From an optimization exercise on the open Yosys and OpenROAD flow, aimed at small area, a short achievable clock period and few clock cycles per item; shortcuts taken in it are not production practice. In this exercise RTL edits were held to simulation tests only and were not proved equivalent to the original. Power is estimated from default activity; no workload was simulated.

`design/flow/design.v`:
```
module prs_hash (
  input  wire         clk,
  input  wire         rst,
  input  wire         req_valid,
  output wire         req_ready,
  input  wire [2:0]   req_cfg,        
  input  wire [31:0]  req_seed,
  input  wire [13:0]  req_len,        
  input  wire [95:0]  req_hdr_type,   
  input  wire [127:0] req_hdr_off,    
  output wire         mem_rd,
  output wire [7:0]   mem_addr,       
  input  wire [15:0]  mem_rdata,      
  output reg          done,
  output reg  [31:0]  hash
);
  localparam [5:0] T_ETH     = 6'd1;
  localparam [5:0] T_IPV4    = 6'd6;
  localparam [5:0] T_IPV6    = 6'd7;
  localparam [5:0] T_IP6EXT  = 6'd8;
  localparam [5:0] T_IP6FRAG = 6'd9;
  localparam [5:0] T_AH      = 6'd10;
  localparam [5:0] T_UDP     = 6'd12;
  localparam [5:0] T_TCP     = 6'd13;
  localparam [2:0] S_IDLE  = 3'd0;
  localparam [2:0] S_SCAN  = 3'd1;
  localparam [2:0] S_FETCH = 3'd2;
  localparam [2:0] S_BUILD = 3'd3;
  localparam [2:0] S_CRC   = 3'd4;
  localparam [1:0] K_IP4 = 2'd0;
  localparam [1:0] K_IP6 = 2'd1;
  localparam [1:0] K_ETH = 2'd2;
  localparam [1:0] K_RAW = 2'd3;
  localparam [31:0] POLY = 32'h82F63B78;
  reg [2:0]   state;
  reg         cfg_inner, cfg_sym, cfg_l4;
  reg [31:0]  seed;
  reg [13:0]  flen;
  reg [95:0]  htype;
  reg [127:0] hoff;
  reg [1:0]   kind;
  reg [7:0]   l3_off;
  reg [7:0]   l4_off;
  reg         ports_ok;    
  reg         frag6;       
  reg [4:0]   rd_cnt;
  reg [4:0]   rd_total;
  reg [15:0]  hw [0:18];
  reg [295:0] key;         
  reg [5:0]   key_len;
  reg [5:0]   crc_cnt;
  reg [31:0]  crc;
  assign req_ready = (state == S_IDLE);
  reg         sc_rec;
  reg         sc_any_ip, sc_any_eth, sc_found;
  reg [3:0]   sc_first_ip, sc_last_ip, sc_first_eth, sc_ip;
  reg         sc_ports, sc_frag6;
  reg [5:0]   sc_t;
  reg [3:0]   l4_idx;
  integer     i;
  always @* begin
    sc_rec       = 1'b1;
    sc_any_ip    = 1'b0;
    sc_any_eth   = 1'b0;
    sc_first_ip  = 4'd0;
    sc_last_ip   = 4'd0;
    sc_first_eth = 4'd0;
    for (i = 0; i < 16; i = i + 1) begin
      sc_t   = htype[6*i +: 6];
      sc_rec = sc_rec && (sc_t != 6'd0);    
      if (sc_rec && (sc_t == T_IPV4 || sc_t == T_IPV6)) begin
        if (!sc_any_ip) sc_first_ip = i[3:0];
        sc_last_ip = i[3:0];
        sc_any_ip  = 1'b1;
      end
      if (sc_rec && sc_t == T_ETH && !sc_any_eth) begin
        sc_first_eth = i[3:0];
        sc_any_eth   = 1'b1;
      end
    end
    sc_ip = cfg_inner ? sc_last_ip : sc_first_ip;
    sc_rec   = 1'b1;
    sc_found = 1'b0;
    sc_ports = 1'b0;
    sc_frag6 = 1'b0;
    l4_idx   = 4'd0;
    for (i = 0; i < 16; i = i + 1) begin
      sc_t   = htype[6*i +: 6];
      sc_rec = sc_rec && (sc_t != 6'd0);
      if (sc_rec && !sc_found && i > sc_ip) begin
        if (sc_t == T_IP6EXT || sc_t == T_IP6FRAG || sc_t == T_AH) begin
          if (sc_t == T_IP6FRAG) sc_frag6 = 1'b1;
        end else begin
          sc_found = 1'b1;
          sc_ports = (sc_t == T_TCP || sc_t == T_UDP);
          l4_idx   = i[3:0];
        end
      end
    end
  end
  reg [7:0] rd_addr;
  always @* begin
    case (kind)
      K_IP4:   rd_addr = (rd_cnt == 5'd0) ? l3_off + 8'd3 :
                         (rd_cnt == 5'd1) ? l3_off + 8'd4 :
                         (rd_cnt <  5'd6) ? l3_off + 8'd4 + {3'd0, rd_cnt} :
                                            l4_off + {3'd0, rd_cnt} - 8'd6;
      K_IP6:   rd_addr = (rd_cnt == 5'd0) ? l3_off + 8'd3 :
                         (rd_cnt <  5'd17) ? l3_off + 8'd3 + {3'd0, rd_cnt} :
                                            l4_off + {3'd0, rd_cnt} - 8'd17;
      K_ETH:   rd_addr = l3_off + {3'd0, rd_cnt};
      default: rd_addr = {3'd0, rd_cnt};
    endcase
  end
  assign mem_rd   = (state == S_FETCH) && (rd_cnt < rd_total);
  assign mem_addr = rd_addr;
  reg         b_frag, b_ports, b_swap;
  reg [127:0] b_a, b_b;
  reg [7:0]   b_proto;
  reg [31:0]  b_pt;
  reg [295:0] b_key;
  reg [5:0]   b_len;
  always @* begin
    b_a     = 128'd0;
    b_b     = 128'd0;
    b_proto = 8'd0;
    b_pt    = 32'd0;
    b_frag  = 1'b0;
    b_key   = 296'd0;
    b_len   = 6'd0;
    case (kind)
      K_IP4: begin
        b_frag  = (hw[0] & 16'h3FFF) != 16'd0;
        b_proto = hw[1][7:0];
        b_a     = {hw[2], hw[3], 96'd0};
        b_b     = {hw[4], hw[5], 96'd0};
        b_pt    = {hw[6], hw[7]};
      end
      K_IP6: begin
        b_frag  = frag6;
        b_proto = hw[0][15:8];
        b_a     = {hw[1], hw[2], hw[3], hw[4], hw[5], hw[6], hw[7], hw[8]};
        b_b     = {hw[9], hw[10], hw[11], hw[12], hw[13], hw[14], hw[15], hw[16]};
        b_pt    = {hw[17], hw[18]};
      end
      K_ETH: begin
        b_a     = {hw[0], hw[1], hw[2], 80'd0};
        b_b     = {hw[3], hw[4], hw[5], 80'd0};
      end
      default: ;
    endcase
    b_ports = ports_ok && !b_frag;
    b_swap  = cfg_sym && (b_b < b_a);
    if (b_swap) begin
      b_a  = b_a ^ b_b;
      b_b  = b_a ^ b_b;
      b_a  = b_a ^ b_b;
      b_pt = {b_pt[15:0], b_pt[31:16]};
    end
    case (kind)
      K_IP4: begin
        b_key = {b_a[127:96], b_b[127:96], b_proto, b_pt, 192'd0};
        b_len = b_ports ? 6'd13 : 6'd9;
      end
      K_IP6: begin
        b_key = {b_a, b_b, b_proto, b_pt};
        b_len = b_ports ? 6'd37 : 6'd33;
      end
      K_ETH: begin
        b_key = {b_a[127:80], b_b[127:80], 200'd0};
        b_len = 6'd12;
      end
      default: begin
        b_key = {hw[0], hw[1], hw[2], hw[3], hw[4], hw[5], hw[6], hw[7], 168'd0};
        b_len = (flen < 14'd16) ? flen[5:0] : 6'd16;
      end
    endcase
  end
  reg [31:0] crc_next;
  integer    b;
  always @* begin
    crc_next = crc ^ {24'd0, key[295:288]};
    for (b = 0; b < 8; b = b + 1)
      crc_next = (crc_next >> 1) ^ (POLY & {32{crc_next[0]}});
  end
  always @(posedge clk) begin
    if (rst) begin
      state <= S_IDLE;
      done  <= 1'b0;
    end else begin
      done <= 1'b0;
      case (state)
        S_IDLE: begin
          if (req_valid) begin
            cfg_inner <= req_cfg[0];
            cfg_sym   <= req_cfg[1];
            cfg_l4    <= req_cfg[2];
            seed      <= req_seed;
            flen      <= req_len;
            htype     <= req_hdr_type;
            hoff      <= req_hdr_off;
            state     <= S_SCAN;
          end
        end
        S_SCAN: begin
          if (sc_any_ip) begin
            kind     <= (htype[6*sc_ip +: 6] == T_IPV4) ? K_IP4 : K_IP6;
            l3_off   <= hoff[8*sc_ip +: 8];
            rd_total <= (htype[6*sc_ip +: 6] == T_IPV4) ? 5'd8 : 5'd19;
          end else if (sc_any_eth) begin
            kind     <= K_ETH;
            l3_off   <= hoff[8*sc_first_eth +: 8];
            rd_total <= 5'd6;
          end else begin
            kind     <= K_RAW;
            l3_off   <= 8'd0;
            rd_total <= 5'd8;
          end
          l4_off   <= hoff[8*l4_idx +: 8];
          ports_ok <= cfg_l4 && sc_ports;
          frag6    <= sc_frag6 && (htype[6*sc_ip +: 6] == T_IPV6);
          rd_cnt   <= 5'd0;
          state    <= S_FETCH;
        end
        S_FETCH: begin
          if (rd_cnt != 5'd0)
            hw[rd_cnt - 5'd1] <= mem_rdata;
          if (rd_cnt == rd_total)
            state <= S_BUILD;
          else
            rd_cnt <= rd_cnt + 5'd1;
        end
        S_BUILD: begin
          key     <= b_key;
          key_len <= b_len;
          crc     <= seed;
          crc_cnt <= 6'd0;
          if (b_len == 6'd0) begin
            hash  <= ~seed;
            done  <= 1'b1;
            state <= S_IDLE;
          end else begin
            state <= S_CRC;
          end
        end
        S_CRC: begin
          crc     <= crc_next;
          key     <= key << 8;
          crc_cnt <= crc_cnt + 6'd1;
          if (crc_cnt + 6'd1 == key_len) begin
            hash  <= ~crc_next;
            done  <= 1'b1;
            state <= S_IDLE;
          end
        end
        default: state <= S_IDLE;
      endcase
    end
  end
endmodule
```
`design/flow/run.sh`:
```
#!/bin/bash
# synth_recipe.tcl (not shown) runs the flow's synth.tcl, then flattens the netlist and writes it again
# the make line also repeats each setting of config.mk as NAME=value (left out here)
make -C /OpenROAD-flow-scripts/flow DESIGN_CONFIG=/design/flow/config.mk WORK_HOME=/design/flow/orfs CLKGATE_MAP_FILE= SYNTH_SCRIPT=/design/flow/synth_recipe.tcl finish
```
`design/flow/config.mk`:
```
export PLATFORM = sky130hd
export DESIGN_NAME = prs_hash
export DESIGN_NICKNAME = prs_hash
export VERILOG_FILES = /design/flow/design.v
export SDC_FILE = /design/flow/constraint.sdc
export NUM_CORES = 4
export LEC_CHECK = 0
export CAP_MARGIN = 20
export CORE_MARGIN = 2
export CORE_UTILIZATION = 40
export SLEW_MARGIN = 20
```
`design/flow/constraint.sdc`:
```
create_clock -name core_clock -period 10.0 [get_ports {clk}]
set_input_delay 2.0000 -clock core_clock [delete_from_list [all_inputs] [get_ports {clk}]]
set_output_delay 2.0000 -clock core_clock [all_outputs]
set_load 0.01 [all_outputs]
```
==> impl_metrics.yaml <==
global_routing:
  grt_usage: 0.241
  gr-max-usage-layer: "met2"
  grt_max_degree: 152
  grt_pass1_vias: 40400
  met3_usage: 0.0416
  use_met2: 0.391
  antenna_found_initial: 8
  overflow: 0
  grt_pass1_wl_mm: 255
  grtUsageMet1: 0.320
logic_synthesis:
  synth_fp_nets: 5337
  async_flop_share: 0
  synthAdderAreaFrac: 0.0391
  yosysSeqAreaShare: 0.542
  synth_most_common_cell: "edfxtp_1"
  ys_top_cells_by_area: "edfxtp_1 (54%), mux2i_1 (7.2%), nand2_1 (3.9%)"
  synth.mux.area_fraction: 0.0937
  syn_avg_cell_area_sq_um: 11.1
  netlist_area_sq_um: 54400
  synth_area_leader_cell: "edfxtp_1"
  synth_top_family_by_area: "compound AO/OA/AOI/OAI gates"
  synth_edf_count: 978
  synth_xor_area_frac: 0.0218
  synthSimpleGateAreaFrac: 0.129
  synth-seq-cells: 982
  synth.top_cells.by_count: "edfxtp_1 (978), nand2_1 (562), mux2i_1 (392), nor2_1 (382), o21ai_0 (356)"
  synth-compound-area-share: 0.143
  synth_top_area_frac: 0.540
  yosys_warnings: 1
  netlist_instances: 4880
  synth.distinct_cells: 113
  synth_ff_type: "edfxtp_1"
route:
  routed_wl_mm: 172
  wire_per_inst_um: 24.6
  first_iter_violations: 4385
  ant_nets: 0
  routed_via_density: 5.84
  vias: 40841
  drc: 0
  firstDrtPassIters: 6
sta:
  relSlewSlack: 0.214
  slew_viol_final: 0
  tns_ps: 0
  clock.fmax_mhz: 138
  fin_crit_sh: 0.727
  hold_violations: 0
  post-route-worst-setup-slack_ps: 2730
  tightest_slew_ps: 1160
  rsz0062_at_grt: "false"
  setup_viol: 0
  skew_ps: 36.9
  fin_crit_ps: 7270
cells_and_area:
  design_area_sq_um: 63100
  syn2layout_area_growth_pct: 16.1
  final_nets: 5574
  final_core_util: 0.467
  drive_gt1_frac: 0.0789
critical_path:
  path_cells: "buf_12 > buf_4 > a21oi_1 > o21ai_0 > inv_1 > ha_1 > a21o_1 > a21o_1 > a21o_1 > a21oi_1 > nor2b_1 > o21ai_0 > nand2b_1 > a21oi_1 > nor3_1 > nor4_1 > o21ai_4 > buf_4 > buf_4 > mux2i_1 > nand2_1 > o211a_1 > a221o_1"
  r2r_cells: 23
  path_class: "reg2reg"
  crit_path_end: "key[199]"
  startpoint: "kind[1]"
  cp_slowest_stage_delay_ps: 870
  required_ps: 10480
  r2r_slack_ps: 2730
  crit_arrival_ps: 7750
  cp_max_fo: 149
  r2r_end: "key[199]"
  startpoint_type: "flop"
  r2r_start: "kind[1]"
  cp_slowest_cell: "nor4_1"
  crit_path_end_kind: "flop"
pwr:
  vdd_drop_max_mv: 0.127
  power.density_nw_per_um2: 176
  p_leak_nw: 23.1
  seq_power_share: 0.436
  intPower_mw: 7.96
  p_sw_frac: 0.285
  clockPowerShare: 0.365
  power_frac_comb: 0.199
  p_sw_mw: 3.17
die:
  dieArea_sq_um: 139000
  std_cell_rows: 135
  design.core.area_sq_um: 135000
  pin_count: 335
  die_w_um: 373
  fp.dieH_um: 373
  initial_core_util: 0.402
hold_path:
  hold_class: "reg2reg"
clocking:
  cts_tree: "built"
  cts_setup_buffers: 0
  cts.sinks: 982
  htree_levels: 3
  clockBufferDepth: 3
  cts.clk_slew.worst_paths_ps: 60
  insertion_delay_ps: 750
  ctsResizeCount: 0
  hold_buffers: 0
  cts_root_buf: "clkbuf_16"
  cts-buffers-inserted: 109
place:
  port_buffers: 334
  place_area_sq_um: 59600
  place_hpwl_mm: 118
  place_ws_ps: 2990
  globalplace.congestion: 0.945
flow_run:
  max-cap-violations: 0
status:
  outcome: "finished clean"
-- per-layer routing --
metal	part of all wire	routed length [um]
met1	0.42	72400
met3	0.071	12200
met2	0.47	80200
met4	0.040	6790
met5	0.00020	34
-- worst min path at each step --
| stage | startpoint | endpoint | slack (ps) | cells after the start |
|---|---|---|---|---|
| 6_report | key[12] | key[20] | 510 | 2 |
| 5_1_grt | key[83] | key[91] | 540 | 2 |
| 4_1_cts | key[126] | key[134] | 520 | 2 |
| 3_5_place_dp | key[29] | key[37] | 500 | 2 |
| 3_3_place_gp | key[117] | key[125] | 500 | 2 |
| 2_1_floorplan | key[24] | key[32] | 480 | 2 |
-- area by class of cell --
| type | instances | area (sq um) |
|---|---|---|
| multi-input cells | 3482 | 23300 |
| flip-flops and latches | 982 | 29400 |
| fillers | 12296 | 72000 |
| repair buffers | 423 | 4120 |
| diodes | 3 | 7.51 |
| inverters | 119 | 453 |
| clock inverters | 66 | 682 |
| well taps | 1781 | 2230 |
| clock buffers | 136 | 2870 |
-- critical path: cells and delay by family (launching register included) --
kind                       cells  cell delay [ps]
adders and majority gates      1              200
muxes                          1              210
and+or+nand+nor                5             1200
AOI/OAI and AO/OA             11             2380
DFF                            1              750
buffers and inverters          5             1990
-- power by group through the flow --
stage | combinational, mW | clock (mW) | sequential (mW)
floorplan | 1.50 | 0 | 4.93
detailed placement | 2.19 | 0 | 4.93
finish | 2.21 | 4.06 | 4.85
global route | 2.39 | 4.30 | 4.86
CTS | 2.21 | 4.13 | 4.85
global placement | 2.18 | 0 | 4.93
-- sequential cells by signal (all words and copies together) (netlist names), 5 cells and up --
name / cells
hw: 304
key: 296
hoff: 128
htype: 96
crc: 32
hash: 32
seed: 32
flen: 14
l3_off: 8
l4_off: 8
crc_cnt: 6
key_len: 6
rd_cnt: 5
-- layout by cell type, fill, tap and decap left out, types with 31 or more instances in the layout --
cell,n
nand3_1,72
a22o_1,50
nor3_1,77
mux2_2,76
a211oi_1,65
a22oi_1,38
xnor2_1,93
a21oi_1,276
a21boi_0,33
ha_1,162
nor2_1,379
buf_4,80
clkbuf_16,110
o21ai_0,355
o22ai_1,37
xor2_1,41
edfxtp_1,978
nand4_1,37
a31oi_1,31
a21o_1,71
nand2_1,560
nor2b_1,70
mux2i_1,392
and2_1,95
clkdlybuf4s50_1,333
inv_1,117
-- kinds of logic (layout without fill, tap and decap cells) --
logic type      after synthesis  after routing
flops                       982            982
xor+xnor                    135            135
other cells                   0              3
simple gates               1486           1486
fa+ha+maj                   169            169
mux                         493            493
buf+inv                     416            744
compound gates             1199           1199
-- metrics by stage --
| step | instances | total power [mW] | hold WS (ps) |
|---|---|---|---|
| after CTS | 6989 | 11.2 | 519 |
| after detailed placement | 6787 | 7.13 | 502 |
| after global placement | 6787 | 7.11 | 501 |
| final | 6992 | 11.1 | 510 |
| after floorplan | 4880 | 6.43 | 484 |
| after global routing | 6989 | 11.6 | 544 |
Testbench counts, summed over its fixed seeds: cycles 76,985, items 2,400.

[separate check: timing with driven ports]
The results above use ideal ports. As a check the final layout listed here was re-extracted and re-timed, cells and wires unchanged.
Step 1 assumes that a clkbuf_16 drives the clock port and a buf_2 every other input.
Step 2 times the ports against the registers' clock, not the clock port: input delays grow and output delays shrink by t, the midpoint of the rising clock arrivals with the driver on.
Slacks: no drivers / after step 1 / after step 2; pairs: no drivers / after step 1.
t (ns): 0.819
setup WS [ns]: 2.730 / 2.730 / 2.730
worst setup path at the end: register to register
After both steps setup and hold are still met in this run. The setup slack of this run moves by 0.000 ns with the drivers and by 0.000 ns with both steps.
